Source: an optimization exercise on an open RTL-to-GDS flow (aim: small area, a short achievable clock period and few clock cycles per item). Production flows keep margins and buffers that such runs may drop. The RTL was checked by simulation tests, not by an equivalence proof against the original design. Power figures rest on the tool's default switching activity, not on a simulated workload.

// stripe_engine
module stripe_engine (
    input  wire         clk,
    input  wire         rst,
    input  wire         in_valid,
    output wire         in_ready,
    input  wire [127:0] in_data,
    input  wire [4:0]   in_col,
    input  wire         in_last,
    input  wire [4:0]   in_a,
    input  wire [4:0]   in_b,
    output wire         out_valid,
    input  wire         out_ready,
    output wire [127:0] out_a,
    output wire [127:0] out_b
);
    function [7:0] mulx;
        input [7:0] v;
        begin
            mulx = {v[6:0], 1'b0} ^ (v[7] ? 8'h1D : 8'h00);
        end
    endfunction
    function [7:0] gf_mul;
        input [7:0] a;
        input [7:0] b;
        integer i;
        reg [7:0] p;
        reg [7:0] t;
        begin
            p = 8'h00;
            t = a;
            for (i = 0; i < 8; i = i + 1) begin
                if (b[i])
                    p = p ^ t;
                t = mulx(t);
            end
            gf_mul = p;
        end
    endfunction
  ...
==> flow/config.mk <==
export PLATFORM = sky130hd
export DESIGN_NAME = stripe_engine
export DESIGN_NICKNAME = stripe_engine
export VERILOG_FILES = /design/flow/design.v
export SDC_FILE = /design/flow/constraint.sdc
export NUM_CORES = 4
export LEC_CHECK = 0
export CAP_MARGIN = 20
export CORE_MARGIN = 2
export CORE_UTILIZATION = 60
export SLEW_MARGIN = 20
==> flow/constraint.sdc <==
create_clock -name core_clock -period 20.0 [get_ports {clk}]
set_input_delay 4.0000 -clock core_clock [delete_from_list [all_inputs] [get_ports {clk}]]
set_output_delay 4.0000 -clock core_clock [all_outputs]
set_load 0.01 [all_outputs]
standard.sh (not shown) runs the stock make flow with config.mk's settings and CLKGATE_MAP_FILE= SYNTH_SCRIPT=/design/flow/synth_recipe.tcl, a recipe that flattens the netlist after the stock synthesis.
==> flow/flow/run.sh <==
#!/bin/bash
# Standard layout (the standard.sh: standard synthesis, floorplan, place,
# CTS, route, finish) with two changes:
#  - repair_timing keeps a setup margin (flow/margin.txt), so it works on
#    paths well inside the 20 ns period;
#  - the port buffers that buffer_ports inserts are a plain buffer cell
#    (flow/portbuf.txt) rather than the resizer's default pick.
set -euo pipefail
MARGIN=$(cat flow/margin.txt)
PORTBUF=$(cat flow/portbuf.txt)
bash standard.sh SETUP_SLACK_MARGIN="$MARGIN" BUFFER_PORTS_ARGS="-buffer_cell $PORTBUF" finish > flow_make.log 2>&1
==> flow/flow/margin.txt <==
15.0
==> flow/flow/portbuf.txt <==
sky130_fd_sc_hd__buf_2
The first run passed the timing, DRC and antenna checks.
Testbench counts at the start, summed over its fixed seeds: cycles 26,344, groups 2,400.
==> next run, changes <==
- CORE_UTILIZATION: 60 -> 40
Result: Global-route usage is lower by 9.9 points; clock-buffer cell count is higher by 6; die area is higher by well over a third; sequential cell count stays the same; critical path depth does not change; sequential power is about the same; sequential share of layout area is lower by 0.36 points; area after synthesis does not change; routed wire length is higher by roughly a tenth; final cell count is higher by a few percent.
==> next run, changes <==
==> flow/flow/margin.txt (replaced) <==
14.6
- ABC_AREA: default -> 1
- CORE_UTILIZATION: 40 -> 60
Result: The new run finished clean; routed wire length decreases by about a fifth; via count decreases by roughly a tenth; global-route usage increases by 9.1 points; clock-buffer cell count decreases by 8; utilization increases by 19 points; final cell count decreases by roughly a tenth; register-to-register slack degrades by 0.20 ns; final area decreases by roughly a tenth.
==> next run, changes <==
==> flow/flow/margin.txt (replaced) <==
14.8
Power falls by 1.1%; cell area drops by 0.30%; clock-buffer cell count rose by 5.
==> next run, changes <==
- CORE_UTILIZATION: 60 -> 70
The changed run passed the timing, DRC and antenna checks; wire length shrinks slightly; cell area decreases slightly; synthesized cell count does not change.
==> next run, changes <==
==> flow/flow/margin.txt (replaced) <==
15.0
- ABC_AREA: 1 -> default
Effect:
- register-to-register slack is about the same
- setup slack improves by 0.067 ns
- first-iteration DRC count went up by 43%
- count of clock-buffer cells in the layout falls by 13
- sequential power rose by about 10%

========
== run B ==
Starting RTL as in the previous note.
==> flow/config.mk <==
export PLATFORM = sky130hd
export DESIGN_NAME = stripe_engine
export DESIGN_NICKNAME = stripe_engine
export VERILOG_FILES = /design/flow/design.v
export SDC_FILE = /design/flow/constraint.sdc
export NUM_CORES = 4
export LEC_CHECK = 0
export ABC_AREA = 1
export CAP_MARGIN = 20
export CORE_MARGIN = 2
export CORE_UTILIZATION = 60
export SLEW_MARGIN = 20
==> flow/constraint.sdc <==
create_clock -name core_clock -period 20.0 [get_ports {clk}]
set_input_delay 4.0000 -clock core_clock [delete_from_list [all_inputs] [get_ports {clk}]]
set_output_delay 4.0000 -clock core_clock [all_outputs]
set_load 0.01 [all_outputs]
==> flow/flow/margin.txt <==
14.8
==> flow/flow/portbuf.txt <==
sky130_fd_sc_hd__buf_4
Scripts as last shown in full above: flow/flow/run.sh
Testbench counts of run B, summed over its fixed seeds: cycles 26,344, groups 2,400.
#### Input delta (run Y over run B)
Settings: CTS_CLUSTER_SIZE newly set to 25; ABC_AREA removed (was 1); CTS_CLUSTER_DIAMETER newly set to 60.
==> flow/flow/margin.txt <==
15.0
==> flow/flow/portbuf.txt <==
sky130_fd_sc_hd__buf_2
## What came out
Having completed the whole flow, run Y delivered a layout that passed the timing, DRC and antenna checks.
Going from run B to run Y, total number of nets in the final design grew by a few percent.
Per the comparison of run Y with run B, final cell count rose by 183; total of plain and repair buffers excluding clock buffers now larger.

========
run 1:
stripe_engine again, from the RTL that the note above started with.
clock: 20.0 ns
lec_check: 0
abc_area: 1
cap_margin: 20
core_margin: 2
core_utilization: 60
slew_margin: 20
==> flow/flow/margin.txt <==
14.7
==> flow/flow/portbuf.txt <==
sky130_fd_sc_hd__buf_2
Scripts as last shown in full above: flow/flow/run.sh
Testbench counts of run 1, summed over its fixed seeds: cycles 26,344, groups 2,400.
Setup changes, run 1 to run 2
- CTS_CLUSTER_SIZE newly set to 25
- CTS_CLUSTER_DIAMETER newly set to 60
- CORE_UTILIZATION changed from 60 to 70
==> flow/flow/margin.txt <==
14.8
- The endpoint of the most critical setup path comes out c_r[0] in one run and out_b[50] in the other, namely in run 1 and run 2 respectively.
- Summary of run 2 over run 1: cell area shrank by about 1.5%; maximum achievable frequency saw an increase.
- The first element of the critical path comes out acc_b[50] in one run and in_col[2] in the other, namely in run 2 and run 1 respectively.
- Summary — via count of the first global-routing pass, run 2 relative to run 1: higher, by 2.5%.
- Diff run 2 and run 1: die extent in y higher in run 1
Inputs modified between run 2 and run 3:
- CORE_UTILIZATION: 70 -> 60
- CTS_CLUSTER_DIAMETER: 60 -> unset
- CTS_CLUSTER_SIZE: 25 -> unset
==> flow/flow/margin.txt <==
14.9
Results
Run 3 closes out successfully: all stages finished, all timing, DRC and antenna checks passed. Looking at area of the die across run 2 and run 3, the one that comes out higher is run 3. Summary — share of power burned in combinational logic, run 3 relative to run 2: lower, by 0.7 points. Compared run 2 against run 3; combined area of the multi-input logic cells within noise. Diff run 2 -> run 3 | final instance area | increase of about 4%. Run 3 vs. run 2: switching power total now sits lower, global-route wire length before repair now sits higher. Run 3: fraction of power consumed by the clock network is 0.7 points higher than what run 2 reported. [compare] base=run 2 new=run 3: growth of design area from synthesis to finish went up 4.7 points, aggregate routed wire length went up 4.9%, detailed-routed wire length on met2 went up 2900 µm. Run 3 -> run 2: final setup TNS delta 0, exact match.
Setup changes, run 3 to run 4
==> flow/flow/margin.txt <==
15.0
Results
Relative to run 3, the non-clock buffering overhead in the final layout of run 4 is higher by 3.1 points. Run 3 -> run 4: wire length of the first global-routing pass increased by a few percent. On timing-limited maximum frequency, run 4 tracks run 3 almost exactly. Cmp run 4 vs run 3: design area higher in run 4. Compare run 3 and run 4 | combinational group share of total power lower: run 3. Switching power share of the total, run 3 and run 4: lower on run 4. Layout overhead on the synthesized area was higher in run 4 than in run 3. Relative to run 3, run 4 degrades detailed router's first-iteration violation count.

## re-timing with driven ports
No port has a modelled driver above. Below, the same layouts with a new extraction and two added sets of constraints. Step 1 assumes that a clkbuf_16 drives the clock port and a buf_2 every other input. Step 2 times the ports against the registers' clock, not the clock port: input delays grow and output delays shrink by t, the midpoint of the rising clock arrivals with the driver on. a / b / c = no drivers / after step 1 / after step 2; a / b = the first two.
run | shift t [ns] | setup slack, ns | latest minus earliest clock arrival (ns) | worst slew at a driven data input, ns | cell pins on the clock port's net
the first run of note 1 | 0.681 | 14.887 / 14.821 / 14.471 | 0.024 / 0.024 | 0.06 | 1
the second run of note 1 | 0.719 | 14.854 / 14.777 / 14.423 | 0.022 / 0.022 | 0.19 | 1
the third run of note 1 | 0.679 | 14.659 / 14.693 / 14.015 | 0.027 / 0.027 | 0.11 | 1
the fourth run of note 1 | 0.659 | 14.790 / 14.725 / 14.364 | 0.018 / 0.019 | 0.12 | 1
the fifth run of note 1 | 0.669 | 14.810 / 14.746 / 14.307 | 0.030 / 0.029 | 0.15 | 1
the sixth run of note 1 | 0.671 | 14.877 / 14.810 / 14.425 | 0.021 / 0.021 | 0.10 | 1
run B | 0.677 | 14.810 / 14.742 / 14.399 | 0.024 / 0.024 | 0.14 | 1
run Y | 0.661 | 14.902 / 14.837 / 14.381 | 0.036 / 0.036 | 0.06 | 1
run 1 | 0.679 | 14.659 / 14.693 / 14.015 | 0.027 / 0.027 | 0.11 | 1
run 2 | 0.655 | 14.809 / 14.746 / 14.353 | 0.030 / 0.030 | 0.10 | 1
run 3 | 0.678 | 14.876 / 14.810 / 14.423 | 0.027 / 0.027 | 0.11 | 1
run 4 | 0.671 | 14.874 / 14.807 / 14.450 | 0.028 / 0.028 | 0.11 | 1
After both steps every run listed still meets setup and hold.
